Context: an optimization exercise on an open-source flow, tuned for small area, a short achievable clock period and few clock cycles per item. The choices shown serve that exercise and are no tape-out recipe. No functional check of the RTL was part of any run shown here.

==> flow/design.v, too long to show whole: its modules and the start of the top module <==
// module loop_frame: 495 lines
// module lf_mac32: 1765 lines
// module lf_mac33: 1793 lines
// module lf_add33: 127 lines
module loop_frame (
    input  wire        clk,
    input  wire        rst,
    input  wire        cmd_valid,
    output wire        cmd_ready,
    input  wire [1:0]  cmd_op,
    input  wire [5:0]  cmd_addr,
    input  wire [31:0] cmd_data,
    input  wire [31:0] in_y,
    input  wire [31:0] in_r,
    input  wire [31:0] in_x1,
    input  wire [31:0] in_x2,
    input  wire [31:0] in_x3,
    output reg         out_valid,
    output reg  [31:0] out_value,
    output reg  [1:0]  out_lim,
    output reg  [11:0] out_flags
);
  // ...
==> flow/flow/run.sh <==
#!/bin/bash
# Layout flow: the standard ORFS flow (standard.sh), with repair_timing aimed
# at a setup slack margin so that the critical paths are sized for a short period.
# The clock period and all constraints stay the design's. Each make/tool output
# goes to its own log in this folder (ORFS also keeps its per-step logs under orfs/logs).
set -euo pipefail
MARGIN=24
bash standard.sh SYNTH_ARGS=-noabc SETUP_SLACK_MARGIN=$MARGIN MATCH_CELL_FOOTPRINT=0 synth > flow_synth.log 2>&1
bash standard.sh SETUP_SLACK_MARGIN=$MARGIN MATCH_CELL_FOOTPRINT=0 floorplan > flow_floorplan.log 2>&1
bash standard.sh SETUP_SLACK_MARGIN=$MARGIN MATCH_CELL_FOOTPRINT=0 place > flow_place.log 2>&1
bash standard.sh SETUP_SLACK_MARGIN=$MARGIN MATCH_CELL_FOOTPRINT=0 cts > flow_cts.log 2>&1
bash standard.sh SETUP_SLACK_MARGIN=$MARGIN MATCH_CELL_FOOTPRINT=0 MAX_REPAIR_ANTENNAS_ITER_DRT=10 route > flow_route.log 2>&1
bash standard.sh SETUP_SLACK_MARGIN=$MARGIN MATCH_CELL_FOOTPRINT=0 finish > flow_finish.log 2>&1
==> flow/standard.sh <==
#!/bin/bash
# synth_recipe.tcl (not shown) runs the flow's synth.tcl, then flattens the netlist and writes it again
# the make line also repeats each setting of config.mk as NAME=value (left out here)
make -C /OpenROAD-flow-scripts/flow DESIGN_CONFIG=/design/flow/config.mk WORK_HOME=/design/flow/orfs CLKGATE_MAP_FILE= SYNTH_SCRIPT=/design/flow/synth_recipe.tcl "${@:-finish}"
==> flow/config.mk <==
export PLATFORM = sky130hd
export DESIGN_NAME = loop_frame
export DESIGN_NICKNAME = loop_frame
export VERILOG_FILES = /design/flow/design.v
export SDC_FILE = /design/flow/constraint.sdc
export NUM_CORES = 8
export LEC_CHECK = 0
export ABC_AREA = 1
export CAP_MARGIN = 20
export CORE_MARGIN = 2
export CORE_UTILIZATION = 40
export PLACE_DENSITY = 0.7
export SLEW_MARGIN = 30
export TNS_END_PERCENT = 0
==> flow/constraint.sdc <==
create_clock -name core_clock -period 32.0 [get_ports {clk}]
set_input_delay 6.4000 -clock core_clock [delete_from_list [all_inputs] [get_ports {clk}]]
set_output_delay 6.4000 -clock core_clock [all_outputs]
set_load 0.01 [all_outputs]
==> impl_metrics.toml, run 1 <==
[synthesis]
yosysTopAreaCellShare = 0.175
synthesis.instances = 28000
ys_warn_count = 1
netlist_top_cells_area = "fa_1 18%, dfxtp_1 17%, edfxtp_1 11%, xor2_1 9.3%, nand2_1 7.9%"

[final_layout]
post-route-util = 0.450
fin_area_um2 = 267000
multi_input_gates = 20300
diodes = 202
clk_share = 0.0439
fin_nets = 31300
drive_gt1_frac = 0.0820
fillers = 57600

[worst_hold_path]
min_to = "ring1[104]"
hp-start = "ring1[136]"

[global_routing]
grtUsageMet1 = 0.470
grt_use_met2 = 0.530
busiest_layer = "met2"
grt_pass1_wl_mm = 1600

[routing]
antenna_left = 0
drt_wl_total_mm = 1160
met2WireLength_mm = 474
wl_met1_mm = 437
viasPerCell = 6.18

[cts]
clk_pin_slew_ns = 0.06
clock_latency_ns = 1.07
cts_tree = "built"

[run_status]
status = "finished clean"

[worst_setup_path]
critical_path.max_stage_delay_ns = 1.07
worstSetupPathDepth = 4
rr_endpoint = "b0_q[1]"
reg2reg_depth = 31
rrSetupSlack_ns = 23.80
cp.buffers_inverters = 3
crit_required_ns = 32.85

[floorplan]
ios = 251
rows = 283
die_h_um = 777

[flow_run]
drv_cap = 0

[placed_design]
dpl_worst_slack_ns = 21.48

[sta]
layout_setup_ws_ns = 23.53
==> run 2: changes to the inputs <==
--- a/flow/design.v
+++ b/flow/design.v
@@ -56,107 +56,88 @@
         end
     endfunction
     function [33:0] sx34;
         input [31:0] v;
         begin
             sx34 = {{2{v[31]}}, v};
         end
     endfunction
-    function [47:0] benc;
-        input [31:0] y;
-        input        ng;
-        reg   [32:0] yb;
-        integer k;
-        begin
-            yb = {y, 1'b0};
-            for (k = 0; k < 16; k = k + 1) begin
-                benc[k]      = yb[2*k] ^ yb[2*k+1];
-                benc[16 + k] = (yb[2*k+2] & ~yb[2*k+1] & ~yb[2*k]) | (~yb[2*k+2] & yb[2*k+1] & yb[2*k]);
-                benc[32 + k] = yb[2*k+2] ^ ng;
-            end
-        end
-    endfunction
-    function [64:0] arow;
+    function [64:0] mrow;
+        input        ai;
+        input [64:0] acc;
         input [31:0] add;
         begin
-            arow = {9'd0, ~add[31], add[30:0], 1'b0, 23'h7fffff};
+            mrow = ai ? acc : {9'd0, ~add[31], add[30:0], 1'b0, 23'h7fffff};
         end
     endfunction
-    reg  [6:0] sl;
-    wire [6:0] sl_n = {sl[5:0], sl[6]};
+    reg  [5:0] sl;
+    wire [5:0] sl_n = {sl[4:0], sl[5]};
     reg        init;
     reg        rdy;
     reg        cv_q, acc_q, rst_q;
     reg  [1:0] op_q;
     reg  [5:0] ad_q;
     assign cmd_ready = rdy;
-    wire acc_cmd   = rdy;
+    wire acc_cmd   = rdy & ~rst;
     wire acc_frame = acc_cmd & (op_q != 2'd3);
     wire acc_wr    = acc_cmd & (op_q == 2'd3);
     reg       vA, vB, vC;
     reg [1:0] opA, opB, opC;
     wire nA = vA & (opA == 2'd0), pA = vA & (opA == 2'd1), wA = nA | pA;
     wire nB = vB & (opB == 2'd0), pB = vB & (opB == 2'd1), wB = nB | pB;
-    wire wC = vC & ((opC == 2'd0) | (opC == 2'd1));
-    wire vA_n = sl[1] ? acc_frame : vA;
-    wire vB_n = sl[1] ? vA : vB;
-    wire vC_n = sl[1] ? vB : (vC & ~sl[2]);
-    wire pA_n = sl[1] ? (acc_frame & (op_q == 2'd1)) : pA;
-    wire pB_n = sl[1] ? pA : pB;
+    wire nC = vC & (opC == 2'd0), pC = vC & (opC == 2'd1), wC = nC | pC;
+    wire vA_n = sl[0] ? acc_frame : vA;
+    wire vB_n = sl[0] ? vA : vB;
+    wire vC_n = sl[0] ? vB : (vC & ~sl[1]);
+    wire pB_n = sl[0] ? pA : pB;
     reg       rg_v;
-    reg [1:0] rg_u;
-    reg [6:0] rg_s;
+    reg [1:0] rg_u;      
+    reg [5:0] rg_s;
     always @(*) begin
-        rg_v = 1'b1; rg_u = 2'd0; rg_s = 7'd0;
+        rg_v = 1'b1; rg_u = 2'd0; rg_s = 6'd0;
         case (ad_q)
-            6'd0:  begin rg_u = 2'd0; rg_s = 7'b0001000; end    
-            6'd2:  begin rg_u = 2'd0; rg_s = 7'b1000000; end    
-            6'd3:  begin rg_u = 2'd1; rg_s = 7'b1000000; end    
-            6'd4:  begin rg_u = 2'd2; rg_s = 7'b1000000; end    
-            6'd6:  begin rg_u = 2'd3; rg_s = 7'b0001000; end    
-            6'd7:  begin rg_u = 2'd3; rg_s = 7'b0010000; end    
-            6'd8:  begin rg_u = 2'd3; rg_s = 7'b0100000; end    
-            6'd12: begin rg_u = 2'd2; rg_s = 7'b0000100; end    
-            6'd16: begin rg_u = 2'd0; rg_s = 7'b0000010; end    
-            6'd17: begin rg_u = 2'd0; rg_s = 7'b0000100; end    
-            6'd18: begin rg_u = 2'd0; rg_s = 7'b0100000; end    
-            6'd19: begin rg_u = 2'd0; rg_s = 7'b0010000; end    
-            6'd20: begin rg_u = 2'd0; rg_s = 7'b0000001; end    
-            6'd21: begin rg_u = 2'd1; rg_s = 7'b0000100; end    
-            6'd22: begin rg_u = 2'd1; rg_s = 7'b0010000; end    
-            6'd23: begin rg_u = 2'd1; rg_s = 7'b0000001; end    
-            6'd24: begin rg_u = 2'd1; rg_s = 7'b0100000; end    
-            6'd25: begin rg_u = 2'd1; rg_s = 7'b0000010; end    
-            6'd26: begin rg_u = 2'd1; rg_s = 7'b0001000; end    
-            6'd27: begin rg_u = 2'd2; rg_s = 7'b0001000; end    
-            6'd28: begin rg_u = 2'd2; rg_s = 7'b0000001; end    
-            6'd29: begin rg_u = 2'd2; rg_s = 7'b0100000; end    
-            6'd30: begin rg_u = 2'd2; rg_s = 7'b0000010; end    
-            6'd31: begin rg_u = 2'd2; rg_s = 7'b0010000; end    
-            6'd32: begin rg_u = 2'd3; rg_s = 7'b1000000; end    
-            6'd33: begin rg_u = 2'd3; rg_s = 7'b0000010; end    
-            6'd34: begin rg_u = 2'd3; rg_s = 7'b0000001; end    
-            6'd35: begin rg_u = 2'd3; rg_s = 7'b0000100; end    
+            6'd0:  begin rg_u = 2'd0; rg_s = 6'b000100; end    
+            6'd2:  begin rg_u = 2'd0; rg_s = 6'b100000; end    
+            6'd3:  begin rg_u = 2'd1; rg_s = 6'b100000; end    
+            6'd4:  begin rg_u = 2'd2; rg_s = 6'b100000; end    
+            6'd16: begin rg_u = 2'd0; rg_s = 6'b000010; end    
+            6'd17: begin rg_u = 2'd1; rg_s = 6'b000010; end    
+            6'd18: begin rg_u = 2'd1; rg_s = 6'b010000; end    
+            6'd19: begin rg_u = 2'd1; rg_s = 6'b001000; end    
+            6'd20: begin rg_u = 2'd1; rg_s = 6'b000001; end    
+            6'd21: begin rg_u = 2'd1; rg_s = 6'b000100; end    
+            6'd22: begin rg_u = 2'd2; rg_s = 6'b000100; end    
+            6'd23: begin rg_u = 2'd3; rg_s = 6'b000100; end    
+            6'd24: begin rg_u = 2'd2; rg_s = 6'b001000; end    
+            6'd25: begin rg_u = 2'd3; rg_s = 6'b001000; end    
+            6'd26: begin rg_u = 2'd0; rg_s = 6'b001000; end    
+            6'd27: begin rg_u = 2'd0; rg_s = 6'b010000; end    
+            6'd28: begin rg_u = 2'd2; rg_s = 6'b000001; end    
+            6'd29: begin rg_u = 2'd0; rg_s = 6'b000001; end    
+            6'd30: begin rg_u = 2'd2; rg_s = 6'b000010; end    
+            6'd31: begin rg_u = 2'd2; rg_s = 6'b010000; end    
+            6'd32: begin rg_u = 2'd3; rg_s = 6'b010000; end    
+            6'd33: begin rg_u = 2'd3; rg_s = 6'b000001; end    
+            6'd34: begin rg_u = 2'd3; rg_s = 6'b100000; end    
+            6'd35: begin rg_u = 2'd3; rg_s = 6'b000010; end    
             default: rg_v = 1'b0;
         endcase
     end
-    wire wr_plain  = (ad_q == 6'd1) | (ad_q == 6'd5) | (ad_q == 6'd9) |
-                     (ad_q == 6'd10) | (ad_q == 6'd11) | (ad_q == 6'd13);
-    wire wr_lreset = (ad_q == 6'd62);
-    wire lreset = acc_wr & wr_lreset;
+    wire wr_plain  = (ad_q == 6'd1) | (ad_q == 6'd5) | (ad_q == 6'd6) | (ad_q == 6'd7) |
+                     (ad_q == 6'd8) | (ad_q == 6'd9) | (ad_q == 6'd10) | (ad_q == 6'd11) |
+                     (ad_q == 6'd12) | (ad_q == 6'd13) | (ad_q == 6'd62);
     wire busy_n = vA_n | vB_n | vC_n;
-    wire init_n = init & ~sl[6];
+    wire init_n = init & ~sl[5];
     wire wr_ok  = rg_v ? (~busy_n & (|(sl_n & rg_s))) :
-                  wr_lreset ? (~busy_n & sl_n[2]) :
                   wr_plain ? ~busy_n : 1'b1;
-    wire cmd_ok = (op_q != 2'd3) ? sl_n[1] : wr_ok;
+    wire cmd_ok = (op_q != 2'd3) ? sl_n[0] : wr_ok;
     always @(posedge clk) begin
         if (rst) begin
-            sl   <= 7'b0000001;
+            sl   <= 6'b000001;
             init <= 1'b1;
             rdy  <= 1'b0;
             cv_q <= 1'b0;
             acc_q <= 1'b0;
             rst_q <= 1'b1;
             vA   <= 1'b0;
             vB   <= 1'b0;
             vC   <= 1'b0;
@@ -166,149 +147,178 @@
         end else begin
             sl   <= sl_n;
             init <= init_n;
             rdy  <= cv_q & ~acc_q & ~rst_q & ~acc_cmd & ~init_n & cmd_ok;
             cv_q <= cmd_valid;
             acc_q <= acc_cmd;
             rst_q <= 1'b0;
             vC   <= vC_n;
-            if (sl[1]) begin
+            if (sl[0]) begin
                 vB  <= vA;
                 opC <= opB;
                 opB <= opA;
                 vA  <= acc_frame;
                 opA <= op_q;
             end
         end
     end
     always @(posedge clk) begin
         op_q <= cmd_op;
         ad_q <= cmd_addr;
     end
-    reg [223:0] ring0, ring1, ring2, ring3;
-    wire [31:0] c0 = ring0[31:0], c1 = ring1[31:0], c2 = ring2[31:0], c3 = ring3[31:0];
+    reg [191:0] ring0, ring1, ring2, ring4;
+    wire [31:0] c0 = ring0[31:0], c1 = ring1[31:0], c2 = ring2[31:0], c4 = ring4[31:0];
     wire wr_r0 = acc_wr & rg_v & (rg_u == 2'd0);
     wire wr_r1 = acc_wr & rg_v & (rg_u == 2'd1);
     wire wr_r2 = acc_wr & rg_v & (rg_u == 2'd2);
-    wire wr_r3 = acc_wr & rg_v & (rg_u == 2'd3);
-    wire [31:0] def0 = (sl[1] | sl[3]) ? ONE : 32'd0;
-    wire [31:0] def1 = (sl[2] | sl[3]) ? ONE : 32'd0;
+    wire wr_r4 = acc_wr & rg_v & (rg_u == 2'd3);
+    wire [31:0] def0 = (sl[1] | sl[2] | sl[3]) ? ONE : 32'd0;
+    wire [31:0] def1 = sl[2] ? ONE : 32'd0;
     wire [31:0] def2 = sl[4] ? ONE : 32'd0;
     always @(posedge clk) begin
-        ring0 <= {wr_r0 ? cmd_data : (init ? def0 : c0), ring0[223:32]};
-        ring1 <= {wr_r1 ? cmd_data : (init ? def1 : c1), ring1[223:32]};
-        ring2 <= {wr_r2 ? cmd_data : (init ? def2 : c2), ring2[223:32]};
-        ring3 <= {wr_r3 ? cmd_data : (init ? 32'd0 : c3), ring3[223:32]};
+        ring0 <= {wr_r0 ? cmd_data : (init ? def0 : c0), ring0[191:32]};
+        ring1 <= {wr_r1 ? cmd_data : (init ? def1 : c1), ring1[191:32]};
+        ring2 <= {wr_r2 ? cmd_data : (init ? def2 : c2), ring2[191:32]};
+        ring4 <= {wr_r4 ? cmd_data : (init ? 32'd0 : c4), ring4[191:32]};
     end
-    reg [31:0] p_dr, p_bias, p_omin, p_omax, p_du;
+    reg [31:0] p_dr, p_bias, p_k1, p_k2, p_k3, p_omin, p_omax, p_du, p_ostart;
     reg        p_rev;
     always @(posedge clk) begin
-        if (rst_q) begin
-            p_dr   <= SMAX;
-            p_bias <= 32'd0;
-            p_omin <= SMIN;
-            p_omax <= SMAX;
-            p_du   <= SMAX;
-            p_rev  <= 1'b0;
+        if (rst) begin
+            p_dr     <= SMAX;
+            p_bias   <= 32'd0;
+            p_k1     <= 32'd0;
+            p_k2     <= 32'd0;
+            p_k3     <= 32'd0;
+            p_omin   <= SMIN;
+            p_omax   <= SMAX;
+            p_du     <= SMAX;
+            p_ostart <= 32'd0;
+            p_rev    <= 1'b0;
         end else if (acc_wr) begin
             case (ad_q)
-                6'd1:  p_dr   <= cmd_data;
-                6'd5:  p_bias <= cmd_data;
-                6'd9:  p_omin <= cmd_data;
-                6'd10: p_omax <= cmd_data;
-                6'd11: p_du   <= cmd_data;
-                6'd13: p_rev  <= cmd_data[0];
+                6'd1:  p_dr     <= cmd_data;
+                6'd5:  p_bias   <= cmd_data;
+                6'd6:  p_k1     <= cmd_data;
+                6'd7:  p_k2     <= cmd_data;
+                6'd8:  p_k3     <= cmd_data;
+                6'd9:  p_omin   <= cmd_data;
+                6'd10: p_omax   <= cmd_data;
+                6'd11: p_du     <= cmd_data;
+                6'd12: p_ostart <= cmd_data;
+                6'd13: p_rev    <= cmd_data[0];
                 default: ;
             endcase
         end
     end
     reg [31:0] r_q, y_q, x1_q, x2_q, x3_q, t_q;
-    reg [31:0] step_q, p_q, gi_q, d_q, f_q, u_q;
+    reg [31:0] p_q, gi_q, d_q, f_q, u_q;
     reg [31:0] b0_q, b1_q, b2_q, b3_q;
-    reg [64:0] acc0, acc2;
-    reg [64:0] row0, row1, row2, row3;
+    reg [64:0] acc0, acc1, acc2, acc3, acc4;
     reg [11:0] flA, flB;
     reg [31:0] st_rs, st_eprev, st_i;
     reg [31:0] s1_0, s1_1, s1_2, s1_3, s2_0, s2_1, s2_2, s2_3;
-    reg [7:0]  zf;
-    wire [7:0] zw;       
-    wire       zclr;
-    wire [7:0] zf_n = zclr ? 8'hff : (zf & ~zw);
     reg        st_fz;
-    reg       t0, t1, t2, t3;
+    reg       g0, i0, t0, a0s11, a0s12, a0s22, a0u;
+    reg       g1, i1, t1, a1s20, a1s11, a1u;
+    reg       g2, i2, t2, a2s21, a2s13, a2u;
+    reg       i3, t3, a3b, y3k1, y3k2, x3x1, x3x2;
+    reg       g4, i4, t4, a4s23;
     always @(posedge clk) begin
-        t0   <= sl_n[2] | sl_n[5];
-        t1   <= sl_n[0] | sl_n[4];
-        t2   <= sl_n[0] | sl_n[3];
-        t3   <= sl_n[1] | sl_n[3] | sl_n[4] | sl_n[6];
+        i0    <= sl_n[0];
+        g0    <= sl_n[0] | ((sl_n[1] | sl_n[3]) & pB_n);
+        t0    <= sl_n[4];
+        a0s11 <= sl_n[1] & ~pB_n;
+        a0s12 <= sl_n[3] & ~pB_n;
+        a0u   <= (sl_n[1] | sl_n[3]) & pB_n;
+        a0s22 <= sl_n[4];
+        i1    <= sl_n[0] | sl_n[3];
+        g1    <= sl_n[0] | sl_n[3] | (sl_n[2] & pB_n);
+        t1    <= sl_n[1] | sl_n[4];
+        a1s20 <= sl_n[1];
+        a1s11 <= sl_n[2] & ~pB_n;
+        a1u   <= sl_n[2] & pB_n;
+        i2    <= sl_n[1] | sl_n[3];
+        g2    <= sl_n[1] | sl_n[3] | (sl_n[4] & pB_n);
+        t2    <= sl_n[0] | sl_n[2];
+        a2s21 <= sl_n[2];
+        a2s13 <= sl_n[4] & ~pB_n;
+        a2u   <= sl_n[4] & pB_n;
+        i3    <= sl_n[2] | sl_n[5];
+        t3    <= sl_n[1] | sl_n[2];
+        a3b   <= sl_n[1];
+        y3k1  <= sl_n[1];
+        y3k2  <= sl_n[2];
+        x3x1  <= sl_n[1];
+        x3x2  <= sl_n[2];
+        i4    <= sl_n[1] | sl_n[3] | sl_n[5];
+        g4    <= sl_n[1] | sl_n[3] | sl_n[5];
+        t4    <= sl_n[0] | sl_n[2] | sl_n[4];
+        a4s23 <= sl_n[4];
     end
-    wire [31:0] zs1_0 = zf_n[0] ? 32'd0 : s1_0, zs1_1 = zf_n[1] ? 32'd0 : s1_1,
-                zs1_2 = zf_n[2] ? 32'd0 : s1_2, zs1_3 = zf_n[3] ? 32'd0 : s1_3,
-                zs2_0 = zf_n[4] ? 32'd0 : s2_0, zs2_1 = zf_n[5] ? 32'd0 : s2_1,
-                zs2_2 = zf_n[6] ? 32'd0 : s2_2, zs2_3 = zf_n[7] ? 32'd0 : s2_3;
-    wire      g0n = sl_n[0] | sl_n[4] | (sl_n[1] & pA_n);
-    wire      g1n = sl_n[1] | sl_n[5] | ((sl_n[2] | sl_n[3]) & pB_n);
-    wire      g2n = sl_n[1] | sl_n[5] | (sl_n[4] & pB_n);
-    wire      g3n = sl_n[0] | sl_n[2];
-    reg  [47:0] bq0, bq1, bq2, bq3;
-    always @(posedge clk) begin
-        bq0 <= benc(ring0[63:32], g0n);
-        bq1 <= benc(ring1[63:32], g1n);
-        bq2 <= benc(ring2[63:32], g2n);
-        bq3 <= benc(ring3[63:32], g3n);
-    end
-    reg  [31:0] xq0, xq1, xq3;
+    reg  [31:0] xq0, xq1, xq4;
     reg  [32:0] xq2;
-    wire [64:0] z0, z1, z2, z3;
-    wire [31:0] r0, r1, r2, r3;
-    wire        s0, s1, s2, s3;
-    lf_mac32 u0 (.x(xq0), .bo(bq0[15:0]), .bt(bq0[31:16]), .bn(bq0[47:32]), .row(row0), .st(t0), .z(z0), .r(r0), .s(s0));
-    lf_mac32 u1 (.x(xq1), .bo(bq1[15:0]), .bt(bq1[31:16]), .bn(bq1[47:32]), .row(row1), .st(t1), .z(z1), .r(r1), .s(s1));
-    lf_mac33 u2 (.x(xq2), .bo(bq2[15:0]), .bt(bq2[31:16]), .bn(bq2[47:32]), .row(row2), .st(t2), .z(z2), .r(r2), .s(s2));
-    lf_mac32 u3 (.x(xq3), .bo(bq3[15:0]), .bt(bq3[31:16]), .bn(bq3[47:32]), .row(row3), .st(t3), .z(z3), .r(r3), .s(s3));
+    wire [31:0] ad0 = ({32{a0s11}} & s1_0) | ({32{a0s12}} & s1_2) | ({32{a0s22}} & s2_2) | ({32{a0u}} & u_q);
+    wire [31:0] ad1 = ({32{a1s20}} & s2_0) | ({32{a1s11}} & s1_1) | ({32{a1u}} & u_q);
+    wire [31:0] ad2 = ({32{a2s21}} & s2_1) | ({32{a2s13}} & s1_3) | ({32{a2u}} & u_q);
+    wire [31:0] ad3 = {32{a3b}} & p_bias;
+    wire [31:0] ad4 = {32{a4s23}} & s2_3;
+    wire [31:0] xu3 = x3x1 ? x1_q : (x3x2 ? x2_q : x3_q);
+    wire [31:0] c3  = y3k1 ? p_k1 : (y3k2 ? p_k2 : p_k3);
+    wire [64:0] z0, z1, z2, z3, z4;
+    wire [31:0] r0, r1, r2, r3, r4;
+    wire        s0, s1, s2, s3, s4;
+    lf_mac32 u0 (.x(xq0), .y(c0), .neg(g0), .row(mrow(i0, acc0, ad0)), .st(t0), .z(z0), .r(r0), .s(s0));
+    lf_mac32 u1 (.x(xq1), .y(c1), .neg(g1), .row(mrow(i1, acc1, ad1)), .st(t1), .z(z1), .r(r1), .s(s1));
+    lf_mac33 u2 (.x(xq2), .y(c2), .neg(g2), .row(mrow(i2, acc2, ad2)), .st(t2), .z(z2), .r(r2), .s(s2));
+    lf_mac32 u3 (.x(xu3), .y(c3), .neg(1'b0), .row(mrow(i3, acc3, ad3)), .st(t3), .z(z3), .r(r3), .s(s3));
+    lf_mac32 u4 (.x(xq4), .y(c4), .neg(g4), .row(mrow(i4, acc4, ad4)), .st(t4), .z(z4), .r(r4), .s(s4));
     wire [32:0] dr_full;
     lf_add33 a_dr (.a(sx33(r_q)), .b(~sx33(st_rs)), .ci(1'b1), .s(dr_full));
+    wire [31:0] dr_new   = sat33(dr_full);
+    wire [31:0] step_q   = p_q;
     wire [32:0] st_pl    = sx33(step_q) + sx33(p_dr);
     wire [32:0] st_mi    = sx33(p_dr) - sx33(step_q);
     wire        sel_dr   = p_dr[31] | st_mi[32];
     wire        sel_nd   = ~p_dr[31] & st_pl[32];
     wire [31:0] step_c   = sel_dr ? p_dr : (sel_nd ? ~p_dr : step_q);
     wire [32:0] rs_full;
     lf_add33 a_rs (.a(sx33(st_rs)), .b(sx33(step_c)), .ci(sel_nd), .s(rs_full));
     wire [31:0] e_pa     = p_rev ? y_q : st_rs;
     wire [31:0] e_pb     = p_rev ? st_rs : y_q;
     wire [32:0] e_full   = sx33(e_pa) - sx33(e_pb);
     wire [31:0] e_new    = sat33(e_full);
     wire [32:0] ed_new   = sx33(e_new) - sx33(st_eprev);
-    wire [31:0] dr_new   = sat33(dr_full);
     wire        gi_pos   = ~gi_q[31] & (|gi_q[30:0]);
     wire        i_cond   = ~((out_lim == 2'b01) & gi_pos) & ~((out_lim == 2'b11) & gi_q[31]);
     wire [32:0] i_full   = sx33(st_i) + sx33(gi_q);
     wire [31:0] i_new    = i_cond ? sat33(i_full) : st_i;
     wire [32:0] pd       = sx33(p_q) + sx33(d_q);
     wire [33:0] u_full   = {pd[32], pd} + sx34(i_new);
     wire [32:0] pu_full  = sx33(t_q) - sx33(f_q);
     wire [31:0] pu       = sat33(pu_full);
     wire [33:0] pi_full  = sx34(pu) - {pd[32], pd};
     wire [31:0] u_new    = pA ? pu : sat34(u_full);
     reg  [32:0] h1_q, l1_q;
     reg  [31:0] bmin_q, prev_q;
     wire [32:0] lo_q, hi_q;
     lf_add33 a_lo (.a(sx33(prev_q)), .b(~sx33(p_du)), .ci(1'b1), .s(lo_q));
     lf_add33 a_hi (.a(sx33(prev_q)), .b(sx33(p_du)), .ci(1'b0), .s(hi_q));
     always @(posedge clk) begin
-        if (sl[1]) prev_q <= pA ? t_q : out_value;
+        if (sl[0] & pA) prev_q <= t_q;
+        if (sl[1] & ~pB) prev_q <= out_value;
         bmin_q <= ($signed(p_omin) < $signed(p_omax)) ? p_omin : p_omax;
         h1_q <= ($signed(sx33(p_omax)) < $signed(hi_q)) ? sx33(p_omax) : hi_q;
         l1_q <= ($signed(lo_q) > $signed(sx33(bmin_q))) ?
                     (($signed(lo_q) < $signed(hi_q)) ? lo_q : hi_q) :
                     (($signed(sx33(bmin_q)) < $signed(hi_q)) ? sx33(bmin_q) : hi_q);
     end
-    wire [32:0] v_full   = sx33(pB ? u_q : b3_q) + sx33(f_q);
+    wire [32:0] v_full;
+    lf_add33 a_v (.a(sx33(pB ? u_q : b3_q)), .b(sx33(f_q)), .ci(1'b0), .s(v_full));
     wire [31:0] v_sat    = sat33(v_full);
     wire [32:0] hh       = ($signed(h1_q) > $signed(l1_q)) ? h1_q : l1_q;
     wire        v_gt_hh  = $signed(sx33(v_sat)) > $signed(hh);
     wire        v_lt_l1  = $signed(sx33(v_sat)) < $signed(l1_q);
     wire [1:0]  lim_new  = v_gt_hh ? 2'b01 : (v_lt_l1 ? 2'b11 : 2'b00);
     wire [32:0] w_rt     = v_lt_l1 ? l1_q : (v_gt_hh ? hh : sx33(v_sat));
     wire        v_gt_mx  = $signed(v_sat) > $signed(p_omax);
     wire        v_lt_bm  = $signed(v_sat) < $signed(bmin_q);
@@ -318,262 +328,247 @@
     reg         ovo_q;
     always @(posedge clk) begin
         if (sl[5]) begin
             o_q   <= o_val;
             wrt_q <= w_rt;
             ovo_q <= v_gt_mx | v_lt_bm;
         end
     end
-    wire        w_gt_mx  = $signed(wrt_q) > $signed(sx33(p_omax));
-    wire        w_lt_bm  = $signed(wrt_q) < $signed(sx33(bmin_q));
-    wire [31:0] w_fin    = w_gt_mx ? p_omax : (w_lt_bm ? bmin_q : wrt_q[31:0]);
-    wire        f_clamp  = ovo_q | w_gt_mx | w_lt_bm;
+    wire [32:0] w_m      = ($signed(wrt_q) > $signed(sx33(p_omax))) ? sx33(p_omax) : wrt_q;
+    wire [32:0] w_fin    = ($signed(w_m) < $signed(sx33(bmin_q))) ? sx33(bmin_q) : w_m;
+    wire        f_clamp  = ovo_q | (w_fin != wrt_q);
     wire        f_rate   = (wrt_q != sx33(o_q));
+    wire lreset = acc_wr & (ad_q == 6'd62);
     always @(posedge clk) begin
-        if (sl[1]) begin
+        if (sl[0]) begin
             r_q  <= in_r;
             y_q  <= in_y;
             x1_q <= in_x1;
             x2_q <= in_x2;
             x3_q <= in_x3;
             t_q  <= cmd_data;
         end
-        step_q <= r0;
         p_q    <= r0;
         gi_q   <= r1;
         d_q    <= st_fz ? 32'd0 : r2;
         if (sl[5]) f_q <= r3;
         if (sl[0]) u_q <= u_new;
         if (sl[1]) b0_q <= r0;
         if (sl[2]) b1_q <= r1;
-        if (sl[3]) b2_q <= r1;
+        if (sl[3]) b2_q <= r0;
         if (sl[4]) b3_q <= r2;
+        if (t0) acc0 <= z0;
+        if (t1) acc1 <= z1;
+        acc2 <= z2;
+        if (t3) acc3 <= z3;
+        acc4 <= z4;
         case (1'b1)
-            sl[6]: begin
-                xq0 <= pB ? u_q : b0_q;  xq1 <= pB ? u_q : b0_q;
-                xq2 <= sx33(pB ? u_q : b1_q); xq3 <= b3_q;
-            end
             sl[0]: begin
-                xq0 <= u_new;  xq1 <= pB ? u_q : b1_q;
-                xq2 <= sx33(pB ? u_q : b2_q); xq3 <= pB ? u_q : b2_q;
+                xq0 <= u_new;                    
+                xq1 <= u_new;                    
+                xq2 <= sx33(pB ? xq2[31:0] : b2_q);     
+                xq4 <= pB ? xq4 : b3_q;          
             end
             sl[1]: begin
-                xq0 <= u_q;    xq1 <= pA ? u_q : r0;
-                xq2 <= sx33(b2_q); xq3 <= pB ? xq3 : b3_q;
+                xq0 <= dr_new;                   
+                xq1 <= pB ? u_q : r0;            
+                xq2 <= sx33(r0);                 
+                xq4 <= pB ? u_q : r0;            
             end
             sl[2]: begin
-                xq0 <= dr_new; xq1 <= pB ? u_q : r1;
-                xq2 <= sx33(r1); xq3 <= x1_q;
+                xq0 <= pB ? u_q : r1;            
+                xq1 <= b0_q;                     
+                xq2 <= sx33(r1);                 
+                xq4 <= pB ? u_q : r1;            
             end
             sl[3]: begin
-                xq0 <= b0_q;   xq1 <= b0_q;
-                xq2 <= sx33(pB ? u_q : r1); xq3 <= x2_q;
+                xq0 <= b1_q;                     
+                xq1 <= u_q;                      
+                xq2 <= sx33(pB ? u_q : r0);      
+                xq4 <= r0;                       
             end
             sl[4]: begin
-                xq0 <= u_q;    xq1 <= b1_q;
-                xq2 <= sx33(b2_q); xq3 <= x3_q;
+                xq0 <= e_new;                    
+                xq1 <= e_new;                    
+                xq2 <= ed_new;                   
+                xq4 <= r2;                       
             end
             default: begin
-                xq0 <= e_new;  xq1 <= e_new;
-                xq2 <= ed_new; xq3 <= b2_q;
+                xq0 <= b2_q;                     
+                xq1 <= pB ? u_q : b0_q;          
+                xq2 <= sx33(pB ? u_q : b1_q);    
+                xq4 <= pB ? u_q : b2_q;          
             end
         endcase
-        if (t0) acc0 <= z0;
-        if (t2) acc2 <= z2;
-        case (1'b1)    
-            sl[6]: begin row0 <= acc0;                      row1 <= arow(32'd0);
-                         row2 <= arow(32'd0);               row3 <= z3; end
-            sl[0]: begin row0 <= arow(pA ? u_new : zs1_0);  row1 <= z1;
-                         row2 <= z2;                        row3 <= arow(32'd0); end
-            sl[1]: begin row0 <= arow(zs2_0);               row1 <= arow(pA ? u_q : zs1_1);
-                         row2 <= arow(32'd0);               row3 <= z3; end
-            sl[2]: begin row0 <= arow(32'd0);               row1 <= arow(pB ? u_q : zs1_2);
-                         row2 <= arow(zs2_2);               row3 <= arow(p_bias); end
-            sl[3]: begin row0 <= acc0;                      row1 <= arow(zs2_1);
-                         row2 <= arow(pB ? u_q : zs1_3);    row3 <= z3; end
-            sl[4]: begin row0 <= arow(32'd0);               row1 <= z1;
-                         row2 <= acc2;                      row3 <= z3; end
-            default: begin row0 <= arow(32'd0);             row1 <= arow(32'd0);
-                         row2 <= arow(32'd0);               row3 <= arow(zs2_3); end
-        endcase
     end
     always @(posedge clk) begin
-        if (rst_q) begin
+        if (rst) begin
             st_rs <= 32'd0; st_eprev <= 32'd0; st_i <= 32'd0; st_fz <= 1'b0;
+            s1_0 <= 32'd0; s1_1 <= 32'd0; s1_2 <= 32'd0; s1_3 <= 32'd0;
+            s2_0 <= 32'd0; s2_1 <= 32'd0; s2_2 <= 32'd0; s2_3 <= 32'd0;
             out_value <= 32'd0; out_lim <= 2'd0;
         end else if (lreset) begin
             st_rs <= cmd_data; st_eprev <= 32'd0; st_i <= 32'd0;
-            out_value <= c2; out_lim <= 2'd0;
+            s1_0 <= 32'd0; s1_1 <= 32'd0; s1_2 <= 32'd0; s1_3 <= 32'd0;
+            s2_0 <= 32'd0; s2_1 <= 32'd0; s2_2 <= 32'd0; s2_3 <= 32'd0;
+            out_value <= p_ostart; out_lim <= 2'd0;
         end else begin
-            if (sl[4] & vA) st_rs <= sat33(rs_full);
-            if (sl[6] & vA) st_fz <= (opA == 2'd2);
-            if (sl[6] & wA) st_eprev <= xq0;
+            if (sl[3] & vA) st_rs <= sat33(rs_full);
+            if (sl[5] & vA) st_fz <= (opA == 2'd2);
+            if (sl[5] & wA) st_eprev <= xq0;
             if (sl[0] & nA) st_i <= i_new;
             if (sl[0] & pA) st_i <= sat34(pi_full);
+            if (sl[1] & pB) s1_0 <= r0;
+            if (sl[3] & nB) s1_0 <= r1;
+            if (sl[0] & wB) s2_0 <= r1;
+            if (sl[2] & pB) s1_1 <= r1;
+            if (sl[3] & nB) s1_1 <= r2;
+            if (sl[3] & wB) s2_1 <= r4;
+            if (sl[3] & pB) s1_2 <= r0;
+            if (sl[0] & nB) s1_2 <= r0;
+            if (sl[1] & wC) s2_2 <= r2;
+            if (sl[4] & pB) s1_3 <= r2;
+            if (sl[5] & nB) s1_3 <= r4;
+            if (sl[1] & wC) s2_3 <= r4;
             if (sl[5] & wB) out_lim <= lim_new;
-            if (sl[6] & wB) out_value <= w_fin;
+            if (sl[0] & wB) out_value <= w_fin[31:0];
         end
     end
-    assign zw[0] = (sl[1] & pA) | (sl[4] & nB);
-    assign zw[1] = (sl[2] & pB) | (sl[5] & nB);
-    assign zw[2] = (sl[3] & pB) | (sl[5] & nB);
-    assign zw[3] = (sl[4] & pB) | (sl[0] & nB);
-    assign zw[4] = sl[0] & wB;
-    assign zw[5] = sl[1] & wB;
-    assign zw[6] = sl[1] & wB;
-    assign zw[7] = sl[2] & wC;
-    assign zclr  = rst_q | lreset;
-    always @(posedge clk) begin
-        zf <= zf_n;
-        if (sl[1] & pA) s1_0 <= r0;
-        if (sl[4] & nB) s1_0 <= r0;
-        if (zw[4]) s2_0 <= r0;
-        if (sl[2] & pB) s1_1 <= r1;
-        if (sl[5] & nB) s1_1 <= r1;
-        if (zw[5]) s2_1 <= r1;
-        if (sl[3] & pB) s1_2 <= r1;
-        if (sl[5] & nB) s1_2 <= r2;
-        if (zw[6]) s2_2 <= r2;
-        if (sl[4] & pB) s1_3 <= r2;
-        if (sl[0] & nB) s1_3 <= r3;
-        if (zw[7]) s2_3 <= r3;
-    end
     always @(posedge clk) begin
         if (rst) begin
             out_valid <= 1'b0;
             out_flags <= 12'd0;
             flA <= 12'd0;
             flB <= 12'd0;
         end else begin
-            out_valid <= sl[2] & vC;
-            if (sl[1]) begin
+            out_valid <= sl[1] & vC;
+            if (sl[0]) begin
                 out_flags <= flB
-                           | ((wB & s1) ? (12'd1 << F_BQ1) : 12'd0)
-                           | ((wB & s2) ? (12'd1 << F_BQ2) : 12'd0);
-                flB <= flA | ((wA & s0) ? (12'd1 << F_BQ0) : 12'd0);
+                           | ((nB & s0) ? (12'd1 << F_BQ2) : 12'd0)
+                           | ((wB & s1) ? (12'd1 << F_BQ0) : 12'd0)
+                           | ((wB & f_clamp) ? (12'd1 << F_CLAMP) : 12'd0)
+                           | ((wB & f_rate) ? (12'd1 << F_RATE) : 12'd0);
+                flB <= flA
+                     | ((nA & i_cond & ov33(i_full)) ? (12'd1 << F_INTEG) : 12'd0)
+                     | ((nA & ov34(u_full)) ? (12'd1 << F_PID) : 12'd0)
+                     | ((pA & (ov33(pu_full) | ov34(pi_full))) ? (12'd1 << F_PSAT) : 12'd0);
                 flA <= 12'd0;
             end else begin
-                if (sl[2] & wC & s3) out_flags[F_BQ3] <= 1'b1;
                 case (1'b1)
-                    sl[2]: begin
+                    sl[1]: begin
                         if (vA & ov33(dr_full)) flA[F_SHAPE] <= 1'b1;
+                        if (wB & s0) flB[F_BQ0] <= 1'b1;
+                        if (wC & s2) out_flags[F_BQ2] <= 1'b1;
+                        if (wC & s4) out_flags[F_BQ3] <= 1'b1;
+                    end
+                    sl[2]: begin
+                        if (vA & s0) flA[F_SHAPE] <= 1'b1;
                         if (wB & s1) flB[F_BQ1] <= 1'b1;
                     end
                     sl[3]: begin
-                        if (vA & s0) flA[F_SHAPE] <= 1'b1;
-                        if (wB & s1) flB[F_BQ2] <= 1'b1;
+                        if (vA & ov33(rs_full)) flA[F_SHAPE] <= 1'b1;
+                        if (wB & s0) flB[F_BQ2] <= 1'b1;
+                        if (nB & s1) flB[F_BQ0] <= 1'b1;
+                        if (nB & s2) flB[F_BQ1] <= 1'b1;
+                        if (wB & s4) flB[F_BQ1] <= 1'b1;
                     end
                     sl[4]: begin
-                        if (vA & ov33(rs_full)) flA[F_SHAPE] <= 1'b1;
+                        if (wA & ov33(e_full)) flA[F_ERROR] <= 1'b1;
                         if (wB & s2) flB[F_BQ3] <= 1'b1;
-                        if (nB & s0) flB[F_BQ0] <= 1'b1;
                     end
                     sl[5]: begin
-                        if (wA & ov33(e_full)) flA[F_ERROR] <= 1'b1;
-                        if (wA & s3) flA[F_FF] <= 1'b1;
-                        if (nB & s1) flB[F_BQ1] <= 1'b1;
-                        if (nB & s2) flB[F_BQ2] <= 1'b1;
-                        if (wB & ov33(v_full)) flB[F_FF] <= 1'b1;
-                    end
-                    sl[6]: begin
                         if (wA & (s0 | (s2 & ~st_fz))) flA[F_PID] <= 1'b1;
                         if (nA & s1) flA[F_INTEG] <= 1'b1;
-                        if (wB & f_clamp) flB[F_CLAMP] <= 1'b1;
-                        if (wB & f_rate) flB[F_RATE] <= 1'b1;
-                    end
-                    sl[0]: begin
-                        if (nA & i_cond & ov33(i_full)) flA[F_INTEG] <= 1'b1;
-                        if (nA & ov34(u_full)) flA[F_PID] <= 1'b1;
-                        if (pA & (ov33(pu_full) | ov34(pi_full))) flA[F_PSAT] <= 1'b1;
-                        if (wB & s0) flB[F_BQ0] <= 1'b1;
-                        if (nB & s3) flB[F_BQ3] <= 1'b1;
+                        if (wA & s3) flA[F_FF] <= 1'b1;
+                        if (nB & s4) flB[F_BQ3] <= 1'b1;
+                        if (wB & ov33(v_full)) flB[F_FF] <= 1'b1;
                     end
                     default: ;
                 endcase
             end
         end
     end
 endmodule
 module lf_mac32 (
     input  wire [31:0] x,
-    input  wire [15:0] bo,
-    input  wire [15:0] bt,
-    input  wire [15:0] bn,
+    input  wire [31:0] y,
+    input  wire        neg,
     input  wire [64:0] row,
     input  wire        st,
     output wire [64:0] z,
     output wire [31:0] r,
     output wire        s
 );
+    wire [32:0] yb = {y, 1'b0};
     wire [33:0] xs = {{2{x[31]}}, x};
     wire [33:0] x2 = {x[31], x, 1'b0};
-    wire d0_one = bo[0];
-    wire d0_two = bt[0];
-    wire d0_neg = bn[0];
+    wire d0_one = yb[0] ^ yb[1];
+    wire d0_two = (yb[2] & ~yb[1] & ~yb[0]) | (~yb[2] & yb[1] & yb[0]);
+    wire d0_neg = yb[2] ^ neg;
     wire [33:0] d0_p = (({34{d0_one}} & xs) | ({34{d0_two}} & x2)) ^ {34{d0_neg}};
-    wire d1_one = bo[1];
-    wire d1_two = bt[1];
-    wire d1_neg = bn[1];
+    wire d1_one = yb[2] ^ yb[3];
+    wire d1_two = (yb[4] & ~yb[3] & ~yb[2]) | (~yb[4] & yb[3] & yb[2]);
+    wire d1_neg = yb[4] ^ neg;
     wire [33:0] d1_p = (({34{d1_one}} & xs) | ({34{d1_two}} & x2)) ^ {34{d1_neg}};
-    wire d2_one = bo[2];
-    wire d2_two = bt[2];
-    wire d2_neg = bn[2];
+    wire d2_one = yb[4] ^ yb[5];
+    wire d2_two = (yb[6] & ~yb[5] & ~yb[4]) | (~yb[6] & yb[5] & yb[4]);
+    wire d2_neg = yb[6] ^ neg;
     wire [33:0] d2_p = (({34{d2_one}} & xs) | ({34{d2_two}} & x2)) ^ {34{d2_neg}};
-    wire d3_one = bo[3];
-    wire d3_two = bt[3];
-    wire d3_neg = bn[3];
+    wire d3_one = yb[6] ^ yb[7];
+    wire d3_two = (yb[8] & ~yb[7] & ~yb[6]) | (~yb[8] & yb[7] & yb[6]);
+    wire d3_neg = yb[8] ^ neg;
     wire [33:0] d3_p = (({34{d3_one}} & xs) | ({34{d3_two}} & x2)) ^ {34{d3_neg}};
-    wire d4_one = bo[4];
-    wire d4_two = bt[4];
-    wire d4_neg = bn[4];
+    wire d4_one = yb[8] ^ yb[9];
+    wire d4_two = (yb[10] & ~yb[9] & ~yb[8]) | (~yb[10] & yb[9] & yb[8]);
+    wire d4_neg = yb[10] ^ neg;
     wire [33:0] d4_p = (({34{d4_one}} & xs) | ({34{d4_two}} & x2)) ^ {34{d4_neg}};
-    wire d5_one = bo[5];
-    wire d5_two = bt[5];
-    wire d5_neg = bn[5];
+    wire d5_one = yb[10] ^ yb[11];
+    wire d5_two = (yb[12] & ~yb[11] & ~yb[10]) | (~yb[12] & yb[11] & yb[10]);
+    wire d5_neg = yb[12] ^ neg;
     wire [33:0] d5_p = (({34{d5_one}} & xs) | ({34{d5_two}} & x2)) ^ {34{d5_neg}};
-    wire d6_one = bo[6];
-    wire d6_two = bt[6];
-    wire d6_neg = bn[6];
+    wire d6_one = yb[12] ^ yb[13];
+    wire d6_two = (yb[14] & ~yb[13] & ~yb[12]) | (~yb[14] & yb[13] & yb[12]);
+    wire d6_neg = yb[14] ^ neg;
     wire [33:0] d6_p = (({34{d6_one}} & xs) | ({34{d6_two}} & x2)) ^ {34{d6_neg}};
-    wire d7_one = bo[7];
-    wire d7_two = bt[7];
-    wire d7_neg = bn[7];
+    wire d7_one = yb[14] ^ yb[15];
+    wire d7_two = (yb[16] & ~yb[15] & ~yb[14]) | (~yb[16] & yb[15] & yb[14]);
+    wire d7_neg = yb[16] ^ neg;
     wire [33:0] d7_p = (({34{d7_one}} & xs) | ({34{d7_two}} & x2)) ^ {34{d7_neg}};
-    wire d8_one = bo[8];
-    wire d8_two = bt[8];
-    wire d8_neg = bn[8];
+    wire d8_one = yb[16] ^ yb[17];
+    wire d8_two = (yb[18] & ~yb[17] & ~yb[16]) | (~yb[18] & yb[17] & yb[16]);
+    wire d8_neg = yb[18] ^ neg;
     wire [33:0] d8_p = (({34{d8_one}} & xs) | ({34{d8_two}} & x2)) ^ {34{d8_neg}};
-    wire d9_one = bo[9];
-    wire d9_two = bt[9];
-    wire d9_neg = bn[9];
+    wire d9_one = yb[18] ^ yb[19];
+    wire d9_two = (yb[20] & ~yb[19] & ~yb[18]) | (~yb[20] & yb[19] & yb[18]);
+    wire d9_neg = yb[20] ^ neg;
     wire [33:0] d9_p = (({34{d9_one}} & xs) | ({34{d9_two}} & x2)) ^ {34{d9_neg}};
-    wire d10_one = bo[10];
-    wire d10_two = bt[10];
-    wire d10_neg = bn[10];
+    wire d10_one = yb[20] ^ yb[21];
+    wire d10_two = (yb[22] & ~yb[21] & ~yb[20]) | (~yb[22] & yb[21] & yb[20]);
+    wire d10_neg = yb[22] ^ neg;
     wire [33:0] d10_p = (({34{d10_one}} & xs) | ({34{d10_two}} & x2)) ^ {34{d10_neg}};
-    wire d11_one = bo[11];
-    wire d11_two = bt[11];
-    wire d11_neg = bn[11];
+    wire d11_one = yb[22] ^ yb[23];
+    wire d11_two = (yb[24] & ~yb[23] & ~yb[22]) | (~yb[24] & yb[23] & yb[22]);
+    wire d11_neg = yb[24] ^ neg;
     wire [33:0] d11_p = (({34{d11_one}} & xs) | ({34{d11_two}} & x2)) ^ {34{d11_neg}};
-    wire d12_one = bo[12];
-    wire d12_two = bt[12];
-    wire d12_neg = bn[12];
+    wire d12_one = yb[24] ^ yb[25];
+    wire d12_two = (yb[26] & ~yb[25] & ~yb[24]) | (~yb[26] & yb[25] & yb[24]);
+    wire d12_neg = yb[26] ^ neg;
     wire [33:0] d12_p = (({34{d12_one}} & xs) | ({34{d12_two}} & x2)) ^ {34{d12_neg}};
-    wire d13_one = bo[13];
-    wire d13_two = bt[13];
-    wire d13_neg = bn[13];
+    wire d13_one = yb[26] ^ yb[27];
+    wire d13_two = (yb[28] & ~yb[27] & ~yb[26]) | (~yb[28] & yb[27] & yb[26]);
+    wire d13_neg = yb[28] ^ neg;
     wire [33:0] d13_p = (({34{d13_one}} & xs) | ({34{d13_two}} & x2)) ^ {34{d13_neg}};
-    wire d14_one = bo[14];
-    wire d14_two = bt[14];
-    wire d14_neg = bn[14];
+    wire d14_one = yb[28] ^ yb[29];
+    wire d14_two = (yb[30] & ~yb[29] & ~yb[28]) | (~yb[30] & yb[29] & yb[28]);
+    wire d14_neg = yb[30] ^ neg;
     wire [33:0] d14_p = (({34{d14_one}} & xs) | ({34{d14_two}} & x2)) ^ {34{d14_neg}};
-    wire d15_one = bo[15];
-    wire d15_two = bt[15];
-    wire d15_neg = bn[15];
+    wire d15_one = yb[30] ^ yb[31];
+    wire d15_two = (yb[32] & ~yb[31] & ~yb[30]) | (~yb[32] & yb[31] & yb[30]);
+    wire d15_neg = yb[32] ^ neg;
     wire [33:0] d15_p = (({34{d15_one}} & xs) | ({34{d15_two}} & x2)) ^ {34{d15_neg}};
     wire s1 = d0_p[22] ^ d1_p[20];
     wire s2 = d0_p[22] & d1_p[20];
     wire s3 = d0_p[23] ^ d1_p[21];
     wire s4 = d0_p[23] & d1_p[21];
     wire s5 = d0_p[24] ^ d1_p[22] ^ d2_p[20];
     wire s6 = (d0_p[24] & d1_p[22]) | (d0_p[24] & d2_p[20]) | (d1_p[22] & d2_p[20]);
     wire s7 = d3_p[18] ^ d4_p[16];
@@ -2255,90 +2250,90 @@
     wire ovb_n = hb[40] & ~(&hb[39:31]);
     wire [31:0] ra = ova_p ? 32'h7fffffff : (ova_n ? 32'h80000000 : ha[31:0]);
     wire [31:0] rb = ovb_p ? 32'h7fffffff : (ovb_n ? 32'h80000000 : hb[31:0]);
     assign r = cin ? rb : ra;
     assign s = cin ? (ovb_p | ovb_n) : (ova_p | ova_n);
 endmodule
 module lf_mac33 (
     input  wire [32:0] x,
-    input  wire [15:0] bo,
-    input  wire [15:0] bt,
-    input  wire [15:0] bn,
+    input  wire [31:0] y,
+    input  wire        neg,
     input  wire [64:0] row,
     input  wire        st,
     output wire [64:0] z,
     output wire [31:0] r,
     output wire        s
 );
+    wire [32:0] yb = {y, 1'b0};
     wire [34:0] xs = {{2{x[32]}}, x};
     wire [34:0] x2 = {x[32], x, 1'b0};
-    wire d0_one = bo[0];
-    wire d0_two = bt[0];
-    wire d0_neg = bn[0];
+    wire d0_one = yb[0] ^ yb[1];
+    wire d0_two = (yb[2] & ~yb[1] & ~yb[0]) | (~yb[2] & yb[1] & yb[0]);
+    wire d0_neg = yb[2] ^ neg;
     wire [34:0] d0_p = (({35{d0_one}} & xs) | ({35{d0_two}} & x2)) ^ {35{d0_neg}};
-    wire d1_one = bo[1];
-    wire d1_two = bt[1];
-    wire d1_neg = bn[1];
+    wire d1_one = yb[2] ^ yb[3];
+    wire d1_two = (yb[4] & ~yb[3] & ~yb[2]) | (~yb[4] & yb[3] & yb[2]);
+    wire d1_neg = yb[4] ^ neg;
     wire [34:0] d1_p = (({35{d1_one}} & xs) | ({35{d1_two}} & x2)) ^ {35{d1_neg}};
-    wire d2_one = bo[2];
-    wire d2_two = bt[2];
-    wire d2_neg = bn[2];
+    wire d2_one = yb[4] ^ yb[5];
+    wire d2_two = (yb[6] & ~yb[5] & ~yb[4]) | (~yb[6] & yb[5] & yb[4]);
+    wire d2_neg = yb[6] ^ neg;
     wire [34:0] d2_p = (({35{d2_one}} & xs) | ({35{d2_two}} & x2)) ^ {35{d2_neg}};
-    wire d3_one = bo[3];
-    wire d3_two = bt[3];
-    wire d3_neg = bn[3];
+    wire d3_one = yb[6] ^ yb[7];
+    wire d3_two = (yb[8] & ~yb[7] & ~yb[6]) | (~yb[8] & yb[7] & yb[6]);
+    wire d3_neg = yb[8] ^ neg;
     wire [34:0] d3_p = (({35{d3_one}} & xs) | ({35{d3_two}} & x2)) ^ {35{d3_neg}};
-    wire d4_one = bo[4];
-    wire d4_two = bt[4];
-    wire d4_neg = bn[4];
+    wire d4_one = yb[8] ^ yb[9];
+    wire d4_two = (yb[10] & ~yb[9] & ~yb[8]) | (~yb[10] & yb[9] & yb[8]);
+    wire d4_neg = yb[10] ^ neg;
     wire [34:0] d4_p = (({35{d4_one}} & xs) | ({35{d4_two}} & x2)) ^ {35{d4_neg}};
-    wire d5_one = bo[5];
-    wire d5_two = bt[5];
-    wire d5_neg = bn[5];
+    wire d5_one = yb[10] ^ yb[11];
+    wire d5_two = (yb[12] & ~yb[11] & ~yb[10]) | (~yb[12] & yb[11] & yb[10]);
+    wire d5_neg = yb[12] ^ neg;
     wire [34:0] d5_p = (({35{d5_one}} & xs) | ({35{d5_two}} & x2)) ^ {35{d5_neg}};
-    wire d6_one = bo[6];
-    wire d6_two = bt[6];
-    wire d6_neg = bn[6];
+    wire d6_one = yb[12] ^ yb[13];
+    wire d6_two = (yb[14] & ~yb[13] & ~yb[12]) | (~yb[14] & yb[13] & yb[12]);
+    wire d6_neg = yb[14] ^ neg;
     wire [34:0] d6_p = (({35{d6_one}} & xs) | ({35{d6_two}} & x2)) ^ {35{d6_neg}};
-    wire d7_one = bo[7];
-    wire d7_two = bt[7];
-    wire d7_neg = bn[7];
+    wire d7_one = yb[14] ^ yb[15];
+    wire d7_two = (yb[16] & ~yb[15] & ~yb[14]) | (~yb[16] & yb[15] & yb[14]);
+    wire d7_neg = yb[16] ^ neg;
     wire [34:0] d7_p = (({35{d7_one}} & xs) | ({35{d7_two}} & x2)) ^ {35{d7_neg}};
-    wire d8_one = bo[8];
-    wire d8_two = bt[8];
-    wire d8_neg = bn[8];
+    wire d8_one = yb[16] ^ yb[17];
+    wire d8_two = (yb[18] & ~yb[17] & ~yb[16]) | (~yb[18] & yb[17] & yb[16]);
+    wire d8_neg = yb[18] ^ neg;
     wire [34:0] d8_p = (({35{d8_one}} & xs) | ({35{d8_two}} & x2)) ^ {35{d8_neg}};
-    wire d9_one = bo[9];
-    wire d9_two = bt[9];
-    wire d9_neg = bn[9];
+    wire d9_one = yb[18] ^ yb[19];
+    wire d9_two = (yb[20] & ~yb[19] & ~yb[18]) | (~yb[20] & yb[19] & yb[18]);
+    wire d9_neg = yb[20] ^ neg;
     wire [34:0] d9_p = (({35{d9_one}} & xs) | ({35{d9_two}} & x2)) ^ {35{d9_neg}};
-    wire d10_one = bo[10];
-    wire d10_two = bt[10];
-    wire d10_neg = bn[10];
+    wire d10_one = yb[20] ^ yb[21];
+    wire d10_two = (yb[22] & ~yb[21] & ~yb[20]) | (~yb[22] & yb[21] & yb[20]);
+    wire d10_neg = yb[22] ^ neg;
     wire [34:0] d10_p = (({35{d10_one}} & xs) | ({35{d10_two}} & x2)) ^ {35{d10_neg}};
-    wire d11_one = bo[11];
-    wire d11_two = bt[11];
-    wire d11_neg = bn[11];
+    wire d11_one = yb[22] ^ yb[23];
+    wire d11_two = (yb[24] & ~yb[23] & ~yb[22]) | (~yb[24] & yb[23] & yb[22]);
+    wire d11_neg = yb[24] ^ neg;
     wire [34:0] d11_p = (({35{d11_one}} & xs) | ({35{d11_two}} & x2)) ^ {35{d11_neg}};
-    wire d12_one = bo[12];
-    wire d12_two = bt[12];
-    wire d12_neg = bn[12];
+    wire d12_one = yb[24] ^ yb[25];
+    wire d12_two = (yb[26] & ~yb[25] & ~yb[24]) | (~yb[26] & yb[25] & yb[24]);
+    wire d12_neg = yb[26] ^ neg;
     wire [34:0] d12_p = (({35{d12_one}} & xs) | ({35{d12_two}} & x2)) ^ {35{d12_neg}};
-    wire d13_one = bo[13];
-    wire d13_two = bt[13];
-    wire d13_neg = bn[13];
+    wire d13_one = yb[26] ^ yb[27];
+    wire d13_two = (yb[28] & ~yb[27] & ~yb[26]) | (~yb[28] & yb[27] & yb[26]);
+    wire d13_neg = yb[28] ^ neg;
     wire [34:0] d13_p = (({35{d13_one}} & xs) | ({35{d13_two}} & x2)) ^ {35{d13_neg}};
-    wire d14_one = bo[14];
-    wire d14_two = bt[14];
-    wire d14_neg = bn[14];
+    wire d14_one = yb[28] ^ yb[29];
+    wire d14_two = (yb[30] & ~yb[29] & ~yb[28]) | (~yb[30] & yb[29] & yb[28]);
+    wire d14_neg = yb[30] ^ neg;
     wire [34:0] d14_p = (({35{d14_one}} & xs) | ({35{d14_two}} & x2)) ^ {35{d14_neg}};
-    wire d15_one = bo[15];
-    wire d15_two = bt[15];
-    wire d15_neg = bn[15];
+    wire d15_one = yb[30] ^ yb[31];
+    wire d15_two = (yb[32] & ~yb[31] & ~yb[30]) | (~yb[32] & yb[31] & yb[30]);
+    wire d15_neg = yb[32] ^ neg;
     wire [34:0] d15_p = (({35{d15_one}} & xs) | ({35{d15_two}} & x2)) ^ {35{d15_neg}};
     wire s1 = d0_p[22] ^ d1_p[20];
     wire s2 = d0_p[22] & d1_p[20];
     wire s3 = d0_p[23] ^ d1_p[21];
     wire s4 = d0_p[23] & d1_p[21];
     wire s5 = d0_p[24] ^ d1_p[22] ^ d2_p[20];
     wire s6 = (d0_p[24] & d1_p[22]) | (d0_p[24] & d2_p[20]) | (d1_p[22] & d2_p[20]);
     wire s7 = d3_p[18] ^ d4_p[16];
==> flow/flow/run.sh (replaced) <==
#!/bin/bash
# Layout flow: the standard ORFS flow (standard.sh), with repair_timing aimed
# at a setup slack margin so that the critical paths are sized for a short period.
# The clock period and all constraints stay the design's. Each make/tool output
# goes to its own log in this folder (ORFS also keeps its per-step logs under orfs/logs).
set -euo pipefail
MARGIN=24
bash standard.sh SYNTH_ARGS=-noabc SETUP_SLACK_MARGIN=$MARGIN synth > flow_synth.log 2>&1
bash standard.sh SETUP_SLACK_MARGIN=$MARGIN floorplan > flow_floorplan.log 2>&1
bash standard.sh SETUP_SLACK_MARGIN=$MARGIN place > flow_place.log 2>&1
bash standard.sh SETUP_SLACK_MARGIN=$MARGIN cts > flow_cts.log 2>&1
bash standard.sh SETUP_SLACK_MARGIN=$MARGIN route > flow_route.log 2>&1
bash standard.sh SETUP_SLACK_MARGIN=$MARGIN finish > flow_finish.log 2>&1
==> flow/config.mk (replaced) <==
export PLATFORM = sky130hd
export DESIGN_NAME = loop_frame
export DESIGN_NICKNAME = loop_frame
export VERILOG_FILES = /design/flow/design.v
export SDC_FILE = /design/flow/constraint.sdc
export NUM_CORES = 8
export LEC_CHECK = 0
export ABC_AREA = 1
export CAP_MARGIN = 20
export CORE_MARGIN = 2
export CORE_UTILIZATION = 40
export SLEW_MARGIN = 20
export TNS_END_PERCENT = 0
==> run 2 against run 1 <==
Still clean; first-iteration DRC count is 2.7% higher; hold slack gained 0.0025 ns; flip-flop and latch count shrank 248.
==> impl_metrics.toml, run 2 <==
[worst_setup_path]
startpoint_type = "register"
rr_endpoint = "xq4[13]"
slowest_stage = "fa_2"
cp.buffers_inverters = 4
r2r-start = "xq2[26]"
reg2reg_depth = 30
critical_path.max_stage_delay_ns = 0.64
critPathMaxFanout = 32
end_kind = "register"
critical_path.most_common_cell = "nand2_1"
criticalPathCategory = "reg2reg"
cp_top_family = "adder cells"
critPathArrivalTime_ns = 9.44
rrSetupSlack_ns = 23.17
crit_required_ns = 32.61

[synthesis]
synthesis.instances = 31700
ys_async_sr_fraction = 0
netlist_top_cells_area = "fa_1 20%, dfxtp_1 15%, xor2_1 11%, edfxtp_1 8.5%, nand2_1 7.9%"
yosysTopAreaCell = "fa_1"
synth-seq-cells = 2660
yosysTopAreaCellShare = 0.199
synth-edff-count = 740
ys_warn_count = 1
synth-main-ff-cell = "dfxtp_1"
ys_seq_area_frac = 0.231
netlist_area_um2 = 262000
synth.top_cells.by_count = "5502 x nand2_1, 3261 x inv_1, 3211 x xor2_1"
synth.most_common_cell = "nand2_1"
avgSynthCellArea_um2 = 8.26
syn_nets = 36100
ys_types = 81

[placed_design]
placed_cells = 39300
dp_hpwl_mm = 907
portBuffers = 250
place.gp.congestion = 1.09
place_area_um2 = 275000

[worst_hold_path]
min_to = "ring2[119]"
holdPathStages = 0
hold_path_class = "reg2reg"
hp-start = "ring2[151]"

[sta]
fin_skew_ns = 0.201
maxSlewViolCount = 0
fin_crit_sh = 0.276
rsz0062_at_grt = "true"
hold_viol = 0
max_freq_mhz = 113
worst_pin_slew_ns = 1.22
setup_viol = 0
finalSetupTns_ns = 0
period_minus_slack_ns = 8.83
relSlewSlack = 0.177

[cts]
clock_latency_ns = 1.17
clk_pin_slew_ns = 0.07
clk_path_buf_depth = 4
h-tree-depth = 5
clock-sinks = 2660
numCtsBuffers = 321
cts-root-buf = "clkbuf_16"
cts_tree = "built"

[final_layout]
fin_nets = 35700
layout_common_cells = "5275 x nand2_1, 3195 x inv_1, 3100 x xor2_1"
fin_area_um2 = 298000
area_growth_pct = 13.5
final_common_cell = "nand2_1"
post-route-util = 0.455
stdcell_count = 40400
drive_gt1_frac = 0.0986

[floorplan]
initial_utilization = 0.401
core_area_um2 = 654000
ios = 251
fp.dieW_um = 814
rows = 297
die_h_um = 814
die_area_um2 = 662000

[global_routing]
busiest_layer = "met2"
grtUsageMet1 = 0.447
grt_pass1_wl_mm = 1770
track_usage = 0.370
grt_antenna_before_repair = 130
grt.overflow.total = 0
grt_use_met2 = 0.540
grt_max_degree = 154
grt_pass1_vias = 238000
met3_usage = 0.124

[routing]
avgRoutedWirePerCell_um = 31.6
drt_wl_total_mm = 1280
drtIter0Drc = 33200
antenna_left = 0
firstDrtPassIters = 13
vias = 249000
drcViolationCount = 0
viasPerCell = 6.16

[flow_run]
drv_cap = 0

[run_status]
status = "finished clean"
run 2: per-layer routing:
| metal | wire, µm | share of wire |
|---|---|---|
| met3 | 158000 | 0.12 |
| met2 | 531000 | 0.42 |
| met4 | 122000 | 0.096 |
| met5 | 1250 | 0.00098 |
| met1 | 464000 | 0.36 |
run 2: how the worst max path moves through the flow:
stage,from,to,slack [ns],cells past startpoint
2_1_floorplan,rst,p_bias[10],23.98,9
3_3_place_gp,a1s20,flA[8],20.32,39
3_5_place_dp,a1s20,f_q[2],20.23,32
4_1_cts,ring1[1],xq4[12],23.46,36
5_1_grt,ring1[19],xq4[12],23.08,35
6_report,xq2[26],xq4[13],23.17,30
run 2: area by class of cell:
cell class              count  area (µm²)
repair buffers           1238       13800
inverters                3378       12900
clock buffers             425        9050
multi-input cells       23700      188000
repair inverters            4        32.5
diodes                    191         478
well taps                8671       10800
fillers                 63600      356000
clock inverters           169        2120
flip-flops and latches   2660       60800
run 2: timing repair:
action                                   CTS  global route
gates resized for setup                 1246           525
endpoints found under the setup margin  1266          1234
buffers inserted                         128           120
pin swaps                                 96           113
gates cloned                              68            21
hold buffers                               0             0
run 2: cell families after synthesis:
family	after synthesis	share of synthesized area
buffers and inverters	5445	0.0791
multiplexers	5	0.000191
adder cells (fa/ha/maj)	4194	0.275
XOR/XNOR	3438	0.115
flip-flops	2660	0.231
AND/OR/NAND/NOR	8858	0.140
AO/OA/AOI/OAI	7139	0.159
run 2: stage by stage:
stage,worst slack (ns),hold slack [ns]
after floorplan,23.98,0.310
after global placement,20.32,0.310
after detailed placement,20.23,0.312
after CTS,23.46,0.280
after global routing,23.08,0.290
final,23.17,0.293

## re-timing with driven ports
Ports are ideal in the flow. The routed layouts listed here were re-timed in OpenROAD. Step 1 sets driving cells, clkbuf_16 on the clock port and buf_2 on the other inputs (assumed; they add their load-dependent delay and slew). Step 2 times the ports against the registers' clock, not the clock port: input delays grow and output delays shrink by t, the midpoint of the rising clock arrivals with the driver on. Three values: no drivers, after step 1, after step 2; two values: the first two.
run | shift t [ns] | slack for setup (ns) | worst setup path at the end | worst register clock-pin slew, ns
run 1 | 1.146 | 23.531 / 23.641 / 22.495 | input to register | 0.08 / 0.08
run 2 | 1.207 | 23.170 / 23.170 / 22.189 | input to register | 0.08 / 0.08
After both steps every run listed still meets setup and hold. For run 1, which loses most, drivers alone change the setup slack by +0.110 ns; drivers and shift together by -1.036 ns.
